Context: an optimization exercise on an open-source flow, tuned for small area, a short achievable clock period and few clock cycles. The choices shown serve that exercise and are no tape-out recipe. The RTL was checked by simulation tests, not by an equivalence proof against the original design.

### flow/design.v
module mcv_sinc (
    input  wire        clk,
    input  wire        rst,
    input  wire        s_valid,
    output wire        s_ready,
    input  wire [1:0]  s_op,       
    input  wire [11:0] s_data,     
    output reg         o_valid,
    output reg  [15:0] o_filt,
    output reg         o_settled
);
    localparam OP_SAMPLE  = 2'd0;
    localparam OP_RESTART = 2'd1;
    localparam OP_CONFIG  = 2'd2;
    localparam ST_IDLE = 2'd0;
    localparam ST_DIV  = 2'd1;
    localparam ST_OUT  = 2'd2;
    reg [1:0]  state;
    reg [1:0]  ord;        
    reg [3:0]  len;        
    reg [6:0]  count;      
    reg [15:0] sum1;
    reg [19:0] sum2;
    reg [23:0] sum3;
    reg [27:0] sum4;
    reg [11:0] hist1 [0:15];
    reg [15:0] hist2 [0:15];
    reg [19:0] hist3 [0:15];
    reg [23:0] hist4 [0:15];
    reg [16:0] dk;
    reg [31:0] num;
    reg [16:0] den;
    reg [16:0] rem;
    reg [15:0] quo;
    reg [4:0]  dcnt;
    reg        w_settled;
    assign s_ready = (state == ST_IDLE);
    wire accept = s_valid && s_ready;
    wire [11:0] x     = s_data;
    wire [15:0] nsum1 = sum1 + {4'd0, x} - {4'd0, hist1[len]};
    wire [19:0] nsum2 = sum2 + {4'd0, nsum1} - {4'd0, hist2[len]};
    wire [23:0] nsum3 = sum3 + {4'd0, nsum2} - {4'd0, hist3[len]};
    wire [27:0] nsum4 = sum4 + {4'd0, nsum3} - {4'd0, hist4[len]};
    reg [27:0] sel_sum;
    always @(*) begin
        case (ord)
        2'd0: sel_sum = {12'd0, nsum1};
        2'd1: sel_sum = {8'd0, nsum2};
        2'd2: sel_sum = {4'd0, nsum3};
        default: sel_sum = nsum4;
        endcase
    end
    wire [6:0] kd = ({5'd0, ord} + 7'd1) * ({3'd0, len} + 7'd1);
    wire [4:0]  cfg_d   = {1'b0, s_data[5:2]} + 5'd1;
    wire [9:0]  cfg_d2  = cfg_d * cfg_d;
    wire [14:0] cfg_d3  = cfg_d2 * cfg_d;
    wire [19:0] cfg_d4  = cfg_d3 * cfg_d;
    reg  [16:0] cfg_dk;
    always @(*) begin
        case (s_data[1:0])
        2'd0: cfg_dk = {12'd0, cfg_d};
        2'd1: cfg_dk = {7'd0, cfg_d2};
        2'd2: cfg_dk = {2'd0, cfg_d3};
        default: cfg_dk = cfg_d4[16:0];
        endcase
    end
    wire [17:0] trial = {rem, num[31]} - {1'b0, den};
    integer i;
    always @(posedge clk) begin
        if (rst) begin
            state   <= ST_IDLE;
            o_valid <= 1'b0;
            ord     <= 2'd0;
            len     <= 4'd0;
            dk      <= 17'd1;
            count   <= 7'd0;
            sum1    <= 16'd0;
            sum2    <= 20'd0;
            sum3    <= 24'd0;
            sum4    <= 28'd0;
            for (i = 0; i < 16; i = i + 1) begin
                hist1[i] <= 12'd0;
                hist2[i] <= 16'd0;
                hist3[i] <= 20'd0;
                hist4[i] <= 24'd0;
            end
        end else begin
            o_valid <= 1'b0;
            case (state)
            ST_IDLE: begin
                if (accept) begin
                    if (s_op == OP_SAMPLE) begin
                        sum1 <= nsum1;
                        sum2 <= nsum2;
                        sum3 <= nsum3;
                        sum4 <= nsum4;
                        hist1[0] <= x;
                        hist2[0] <= nsum1;
                        hist3[0] <= nsum2;
                        hist4[0] <= nsum3;
                        for (i = 1; i < 16; i = i + 1) begin
                            hist1[i] <= hist1[i-1];
                            hist2[i] <= hist2[i-1];
                            hist3[i] <= hist3[i-1];
                            hist4[i] <= hist4[i-1];
                        end
                        if (count != 7'd64)
                            count <= count + 7'd1;
                        w_settled <= ({1'b0, count} + 8'd1) >= {1'b0, kd};
                        num   <= {sel_sum, 4'b0000};
                        den   <= dk;
                        rem   <= 17'd0;
                        dcnt  <= 5'd0;
                        state <= ST_DIV;
                    end else if (s_op == OP_RESTART || s_op == OP_CONFIG) begin
                        if (s_op == OP_CONFIG) begin
                            ord <= s_data[1:0];
                            len <= s_data[5:2];
                            dk  <= cfg_dk;
                        end
                        count <= 7'd0;
                        sum1  <= 16'd0;
                        sum2  <= 20'd0;
                        sum3  <= 24'd0;
                        sum4  <= 28'd0;
                        for (i = 0; i < 16; i = i + 1) begin
                            hist1[i] <= 12'd0;
                            hist2[i] <= 16'd0;
                            hist3[i] <= 20'd0;
                            hist4[i] <= 24'd0;
                        end
                    end
                end
            end
            ST_DIV: begin
                if (trial[17]) begin
                    rem <= {rem[15:0], num[31]};
                    quo <= {quo[14:0], 1'b0};
                end else begin
                    rem <= trial[16:0];
                    quo <= {quo[14:0], 1'b1};
                end
                num  <= {num[30:0], 1'b0};
                dcnt <= dcnt + 5'd1;
                if (dcnt == 5'd31)
                    state <= ST_OUT;
            end
            ST_OUT: begin
                o_valid   <= 1'b1;
                o_filt    <= quo;
                o_settled <= w_settled;
                state     <= ST_IDLE;
            end
            default: state <= ST_IDLE;
            endcase
        end
    end
endmodule
### flow/run.sh
#!/bin/bash
# synth_recipe.tcl (not shown) runs the flow's synth.tcl, then flattens the netlist and writes it again
# the make line also repeats each setting of config.mk as NAME=value (left out here)
make -C /OpenROAD-flow-scripts/flow DESIGN_CONFIG=/design/flow/config.mk WORK_HOME=/design/flow/orfs CLKGATE_MAP_FILE= SYNTH_SCRIPT=/design/flow/synth_recipe.tcl finish
### flow/config.mk
export PLATFORM = sky130hd
export DESIGN_NAME = mcv_sinc
export DESIGN_NICKNAME = mcv_sinc
export VERILOG_FILES = /design/flow/design.v
export SDC_FILE = /design/flow/constraint.sdc
export NUM_CORES = 4
export LEC_CHECK = 0
export CAP_MARGIN = 20
export CORE_MARGIN = 2
export CORE_UTILIZATION = 40
export SLEW_MARGIN = 20
### flow/constraint.sdc
create_clock -name core_clock -period 15.0 [get_ports {clk}]
set_input_delay 3.0000 -clock core_clock [delete_from_list [all_inputs] [get_ports {clk}]]
set_output_delay 3.0000 -clock core_clock [all_outputs]
set_load 0.01 [all_outputs]
==> results.txt <==
==> layer usage <==
layer	track usage, %	vias up	part of all wire (%)	routed length (um)
li1	-	27328	-	-
met1	34.2	28068	45	91800
met2	36.1	2161	44	89400
met3	3.51	360	7.5	15100
met4	7.47	4	2.8	5730
met5	0	-	0.012	25
==> area by class of cell <==
cell class                      instances  area share [%]
Clock buffer                          205            5.77
Inverter                              265            1.40
Sequential cell                      1314            38.5
Tap cell                             2160            3.80
Timing Repair Buffer                  139            1.79
Multi-Input combinational cell       5658            47.6
Clock inverter                         53            1.14
==> logic make-up after synthesis <==
family / share of synthesized area, %
other: 0.0116
DFF: 42.2
buffers and inverters: 5.65
adders and majority gates: 7.74
and+or+nand+nor: 20.6
xor gates and xnor gates: 1.94
muxes: 0.613
AOI/OAI and AO/OA: 21.3
==> how the worst max path moves through the flow <==
stage | end | slack, ps | depth (start not counted)
floorplan | dk[16]$_SDFFE_PP0P_ | 2520 | 38
global placement | dk[16]$_SDFFE_PP0P_ | 1290 | 37
detailed placement | dk[16]$_SDFFE_PP0P_ | 1020 | 37
CTS | dk[16]$_SDFFE_PP0P_ | 1860 | 37
global route | num[30]$_DFFE_PP_ | 1170 | 34
finish | dk[16]$_SDFFE_PP0P_ | 1870 | 37
==> layout by cell type (no fill, tap or decap), drive strengths merged, types with 135 or more instances in the layout <==
cell type	instances
a21oi	1250
a221oi	135
a22oi	248
clkbuf	205
dfxtp	1213
ha	186
inv	275
nand2	1263
nand3	1148
nor2	251
==> state kept, by name, summed over array words and instances (netlist names), 20 cells and up <==
name / count
sum3: 24
sum2: 20
hist2: 240
hist4: 360
sum4: 28
num: 28
hist3: 300
hist1: 192
==> metrics by stage <==
stage | area (um^2) | hold WS, ps | setup slack [ps] | cells
after detailed placement | 66100 | 408 | 1020 | 9536
after global placement | 66100 | 406 | 1290 | 9536
after CTS | 71000 | 415 | 1860 | 9794
final | 71000 | 419 | 1870 | 9794
after floorplan | 64700 | 400 | 2520 | 7942
after global routing | 71000 | 431 | 1170 | 9794
==> flow_summary_export.csv <==
group,metric,value,unit
synthesis,syn_avg_cell_area,8.15,um^2
route,routed_wl,202000,um
critical_path,r2r_start,"len[0]$_SDFFE_PP0P_",
critical_path,critPathLaunch,"s_data[3]",
clock_network,cts_tree,"built",
global_routing,grt_pass1_wl,314000,um
synthesis,synth_common_cells,"nand2_1, a21oi_1, dfxtp_1",
clock_network,cts_resized,0,
die,start_util,40.3,%
synthesis,syn_inst,7942,
critical_path,crit_family,"adder cells",
finish,n_antenna_cell,0,
clock_network,clk_latency,810,ps
clock_network,cts-root-buf,"clkbuf_16",
route,drc,0,
global_routing,grt_pass1_vias,53857,
critical_path,rrSetupSlack,2050,ps
synthesis,syn-num-nets,8279,
global_routing,grt_usage,23.7,%
timing,max_freq,0.0761,GHz
critical_path,critPathBufInv,6,
synthesis,synth.cell_area,64700,um^2
timing,drv_slew,0,
timing,skew,43.1,ps
synthesis,synthArstFlopShare,0,%
timing,worst_pin_slew,1280,ps
worst_hold_path,worstHoldStart,"quo[15]$_DFFE_PP_",
finish,multi_input_area,33900,um^2
timing,hold_viol,0,
finish,n_fill_cell,15770,
status,run_status,"timing/DRC/antenna clean",
route,dr.pass1.iters,7,
synthesis,synthTopCellsByArea,"dfxtp_1, a21oi_1, nand3_1",
clock_network,cts.clk_slew.worst_paths,60,ps
finish,syn_to_final_growth,9.77,%
finish,final_core_util,44.2,%
die,row_count,147,
route,drt-wirelength-per-cell,20.6,um
synthesis,yosys_most_used_dff,"dfxtp_1",
critical_path,critPathCaptureType,"register",
clock_network,htree_levels,4,
route,viasPerCell,5.91,
die,die_h,406,um
worst_hold_path,hold_depth,0,
timing,setup_viol,0,
synthesis,yosysMostFrequentCell,"nand2_1",
critical_path,worstPathMaxFanout,15,
global_routing,grt.overflow.total,0,
critical_path,required,15680,ps
synthesis,synth_edf_count,101,
critical_path,cpPeakStageDelay,690,ps
die,ios,36,
placement,port_buffers,35,
clock_network,clock_path_buffers,3,
clock_network,cts_buffers,144,
critical_path,arrival,13820,ps
timing,setup_tns,0,ps
synthesis,yosys_warnings,5,
finish,register_area,27300,um^2
clock_network,ctsHoldBuffers,0,
timing,slew_headroom,14.8,%
synthesis,yosys_register_bits,1314,
critical_path,ff2ff_path_depth,42,
worst_hold_path,hold_class,"register to register",
synthesis,synth.largest_area_cell,"dfxtp_1",
die,dieArea,165000,um^2
timing,finalCriticalPeriod,13130,ps
worst_hold_path,hold_end,"o_filt[15]$_DFFE_PP_",
critical_path,crit_type,"input port to register",
critical_path,cpMostUsedCell,"fa_1",
timing,rsz0062_at_grt,"no",
placement,dpl.hpwl,119000,um
critical_path,reg2reg_to,"num[30]$_DFFE_PP_",
global_routing,grt_max_degree,226,
route,ant_nets,0,
clock_network,cts_setup_buffers,0,
route,initialDrtViolationCount,7385,
global_routing,antenna_found_initial,2,
synthesis,ys_types,86,
critical_path,cpMaxStageDelayCell,"clkdlybuf4s50_1",
timing,finalCritPeriodShare,87.6,%
finish,num-nets-final,7859,
route,vias,57921,
synthesis,ys_seq_area_share,42.2,%
finish,drive_gt1_share,5.17,%
run,drv_cap,0,
placement,gp_routability_congestion,0.920,
die,coreArea,161000,um^2
die,die_x,406,um
critical_path,cp-start-kind,"input port",
synthesis,yosysTopAreaCellShare,37.5,%
clock_network,cts.sinks,1314,
Testbench counts, summed over its fixed seeds: cycles 435,272.

afterwards: timing with drivers on the ports:
The results above use ideal ports. As a check the final layout listed here was re-extracted and re-timed, cells and wires unchanged. Step 1 sets driving cells, clkbuf_16 on the clock port and buf_2 on the other inputs (assumed; they add their load-dependent delay and slew). Step 2 also shifts input and output timing later by t, the mid clock arrival at the registers, as if the neighbouring blocks saw the same clock. Slacks: ideal / step 1 / step 2; pairs: ideal / step 1.
t (ns): 0.876
setup slack, ns: 1.865 / 1.914 / 1.038
clock arrival spread, ns: 0.053 / 0.052
slew at the worst register clock pin (ns): 0.07 / 0.07
worst data-port slew with drivers (ns): 0.06
After both steps this run still meets setup and hold. For this run, drivers alone change the setup slack by +0.049 ns; drivers and shift together by -0.827 ns.
